From an optimization exercise on the open Yosys and OpenROAD flow, aimed at small area, a short achievable clock period and few clock cycles per item; shortcuts taken in it are not production practice.

Setup of build 93:
## spread_hash
module spread_hash (
    input  wire          clk,
    input  wire          rst,         
    input  wire          start,       
    input  wire          kind,        
    input  wire [63:0]   mask,        
    input  wire [1023:0] words,       
    input  wire [31:0]   seed,        
    input  wire [319:0]  key,         
    output reg           done,        
    output wire [31:0]   hash
);
For scale: about 340 flip-flops, roughly 40,000 sq um of cells after synthesis.
clock: 7.0 ns
lec_check: 0
cap_margin: 35
core_area: 10 10 500 500
die_area: 0 0 510 510
setup_slack_margin: 3.8
slew_margin: 35
standard.sh (not shown) runs the stock make flow with config.mk's settings and CLKGATE_MAP_FILE= SYNTH_SCRIPT=/design/flow/synth_recipe.tcl, a recipe that flattens the netlist after the stock synthesis.
==> flow/flow/run.sh <==
#!/bin/bash
# The standard layout (standard.sh: standard synthesis unchanged), except that the
# buffer that buffer_ports puts on every input and output port is the smallest buffer
# cell instead of the default choice (every port still gets its own buffer).
set -euo pipefail
export BUFFER_PORTS_ARGS="-buffer_cell sky130_fd_sc_hd__buf_1"
bash standard.sh finish > standard_flow.log 2>&1
Build 93 | status: complete | timing, DRC, antenna: pass
The inputs of trial 14 differ from those of build 93 as listed below.
Settings: swapping 3.8 for 3.6 in SETUP_SLACK_MARGIN.
==> summary.txt <==
- On trial 14: overall global routing resource usage is 0.67 points lower than what build 93 gave.
- Compared with build 93, trial 14 shows a worst-case hold slack that is 15 ps lower.
- The lower fraction of standard cell area in multi-input logic of build 93 and trial 14 is in build 93.
- Diff build 93 -> trial 14: count of filler cells inserted in the layout rose by 172.
No functional check of the RTL was part of any run of this note.

---

Another version of the RTL of spread_hash (not shown whole).
For scale: ~39000 µm² of cells after synthesis.
clock: 7.0 ns
lec_check: 0
cap_margin: 35
core_area: 10 10 550 550
die_area: 0 0 560 560
setup_slack_margin: 4.5
slew_margin: 35
run.sh (not shown) runs the stock make flow with config.mk's settings and CLKGATE_MAP_FILE= SYNTH_SCRIPT=/design/flow/synth_recipe.tcl, a recipe that flattens the netlist after the stock synthesis.
Stock flow here: none of the scripts above is used.
Next try:
--- a/flow/config.mk
+++ b/flow/config.mk
@@ -7,6 +7,6 @@
 export LEC_CHECK = 0
 export CAP_MARGIN = 35
-export CORE_AREA = 10 10 550 550
-export DIE_AREA = 0 0 560 560
+export CORE_AREA = 10 10 390 390
+export DIE_AREA = 0 0 400 400
 export SETUP_SLACK_MARGIN = 4.5
 export SLEW_MARGIN = 35
Effect: This time the run ended with an error in I/O pin placement (3_2_place_iop), error PPL-0024; synthesized cell count stays the same; area after synthesis is unchanged.
No run of this note included a check of the RTL's function; only the layout flow was run.

---

Setup of rev 12:
The RTL this note starts from:
==> flow/design.v <==
module spread_hash (
    input  wire          clk,
    input  wire          rst,         
    input  wire          start,       
    input  wire          kind,        
    input  wire [63:0]   mask,        
    input  wire [1023:0] words,       
    input  wire [31:0]   seed,        
    input  wire [319:0]  key,         
    output reg           done,        
    output wire [31:0]   hash
);
    localparam [511:0] CRC_L = 512'h8fc847e423f211f908fc047e8df746fbacb5d992e301fe487f24b05ad7e56bf235f91afc82b6ce93e8817440b5e8d53c6a9eba87d28be68dfc8e7e473f231f91;
    reg          busy;        
    reg          st1;         
    reg          lh;          
    reg  [63:0]  rem;         
    reg  [15:0]  w1, w2;      
    reg          v2;          
    reg  [31:0]  acc;         
    reg  [63:0]  kw;          
    reg  [3:0]   kptr;        
    assign hash = acc;
    wire [63:0]  sel1 = rem & ~(rem - 64'd1);         
    wire [63:0]  rem2 = rem & (rem - 64'd1);
    wire [63:0]  sel2 = rem2 & ~(rem2 - 64'd1);       
    wire [63:0]  rem4 = rem2 & (rem2 - 64'd1);
    reg  [15:0]  rd1, rd2;
    integer      i;
    always @* begin
        rd1 = 16'd0;
        rd2 = 16'd0;
        for (i = 0; i < 64; i = i + 1) begin
            rd1 = rd1 | (words[16*i +: 16] & {16{sel1[i]}});
            rd2 = rd2 | (words[16*i +: 16] & {16{sel2[i]}});
        end
    end
    reg  [31:0]  kpair;       
    reg  [63:0]  kinit;       
    integer      m;
    always @* begin
        for (m = 0; m < 32; m = m + 1)
            kpair[m] = key[319 - 32*kptr - m];
        for (m = 0; m < 64; m = m + 1)
            kinit[m] = key[319 - m];
    end
    function [31:0] crc_step;
        input [31:0] c;
        input [15:0] w;
        reg   [15:0] t;
        integer      o;
        begin
            t = c[15:0] ^ {w[7:0], w[15:8]};
            for (o = 0; o < 32; o = o + 1)
                crc_step[o] = (o < 16 ? c[o + 16] : 1'b0) ^ (^(t & CRC_L[16*o +: 16]));
        end
    endfunction
    wire [31:0]  crc_a = crc_step(acc, w1);
    wire [31:0]  crc_b = crc_step(crc_a, w2);
    wire [31:0]  crc_next = v2 ? crc_b : crc_a;
    wire [31:0]  tin;
    genvar       gj;
    generate
        for (gj = 0; gj < 16; gj = gj + 1) begin : g_in
            assign tin[gj]      = w1[15 - gj];
            assign tin[16 + gj] = w2[15 - gj];
        end
    endgenerate
    reg  [31:0]  tpz_next;
    integer      q;
    always @* begin
        for (q = 0; q < 32; q = q + 1)
            tpz_next[31 - q] = acc[31 - q] ^ (^(tin & kw[q +: 32]));
    end
    always @(posedge clk) begin
        rem  <= start ? mask : rem4;
        w1   <= rd1;
        w2   <= rd2;
        v2   <= rem2 != 64'd0;
        acc  <= st1 ? (kind ? 32'd0 : seed) : (kind ? tpz_next : crc_next);
        kw   <= st1 ? kinit : {kpair, kw[63:32]};
        kptr <= st1 ? 4'd2 : ((kptr == 4'd9) ? 4'd0 : kptr + 4'd1);
        if (rst) begin
            busy <= 1'b0;
            st1  <= 1'b0;
            lh   <= 1'b0;
            done <= 1'b0;
        end else begin
            st1  <= start;
            lh   <= busy && rem != 64'd0 && rem4 == 64'd0;
            done <= lh || (st1 && rem == 64'd0);
            busy <= start || (busy && !(lh || (st1 && rem == 64'd0)));
        end
    end
endmodule
==> flow/config.mk <==
export PLATFORM = sky130hd
export DESIGN_NAME = spread_hash
export DESIGN_NICKNAME = spread_hash
export VERILOG_FILES = /design/flow/design.v
export SDC_FILE = /design/flow/constraint.sdc
export NUM_CORES = 4
export LEC_CHECK = 0
export CAP_MARGIN = 35
export CORE_AREA = 10 10 550 550
export DIE_AREA = 0 0 560 560
export SETUP_SLACK_MARGIN = 4.5
export SLEW_MARGIN = 35
==> flow/constraint.sdc <==
create_clock -name core_clock -period 7.0 [get_ports {clk}]
set_input_delay 1.4000 -clock core_clock [delete_from_list [all_inputs] [get_ports {clk}]]
set_output_delay 1.4000 -clock core_clock [all_outputs]
set_load 0.01 [all_outputs]
Modified inputs, rev 13 compared to rev 12
- SETUP_SLACK_MARGIN: 4.5 -> unset
- In rev 13 the number of cells on the critical path turned out 1 higher than in rev 12.
- Fraction of layout cells with a size suffix above 1 ended up 14 points lower on rev 13 than on rev 12.
- Reported for rev 12 and rev 13, sequential cell count turned out identical to the last digit.
No run of this note included a check of the RTL's function; only the layout flow was run.

[static timing again, ports no longer ideal]
The flow's constraints put no driver on any port. The routed layouts listed below were extracted and timed again, unchanged, in two steps.
Step 1 (the two cells are an assumption about what drives the block):
set clk [get_ports {clk}]
set_driving_cell -lib_cell sky130_fd_sc_hd__clkbuf_16 $clk
set_driving_cell -lib_cell sky130_fd_sc_hd__buf_2 [delete_from_list [all_inputs] $clk]
Step 2 moves the port delays by t, midway between the first and last clock arrival at a register: inputs arrive t later, outputs are due t later. That takes back most of the time a late clock gives input paths.
Slacks: ideal ports / drivers / drivers and shift; pairs: ideal ports / drivers.
| run | shift t [ns] | slack for setup (ns) | hold slack, ns | worst data-port slew with drivers (ns) | cell pins on the clock port's net |
|---|---|---|---|---|---|
| build 93 | 0.806 | 3.690 / 3.680 / 2.978 | 0.488 / 0.488 / 0.488 | 0.44 | 1 |
| trial 14 | 0.812 | 3.450 / 3.450 / 2.935 | 0.473 / 0.473 / 0.473 | 0.42 | 1 |
| the first run of note 2 | 0.811 | 3.346 / 3.346 / 2.682 | 0.459 / 0.459 / 0.459 | 0.42 | 1 |
| rev 12 | 0.742 | 2.444 / 2.456 / 1.749 | 0.458 / 0.458 / 0.458 | 0.65 | 1 |
| rev 13 | 0.789 | 0.601 / 0.601 / 0.601 | 0.479 / 0.479 / 0.479 | 0.57 | 1 |
After both steps every run listed still meets setup and hold. For build 93, which loses most, drivers alone change the setup slack by -0.010 ns; drivers and shift together by -0.712 ns.
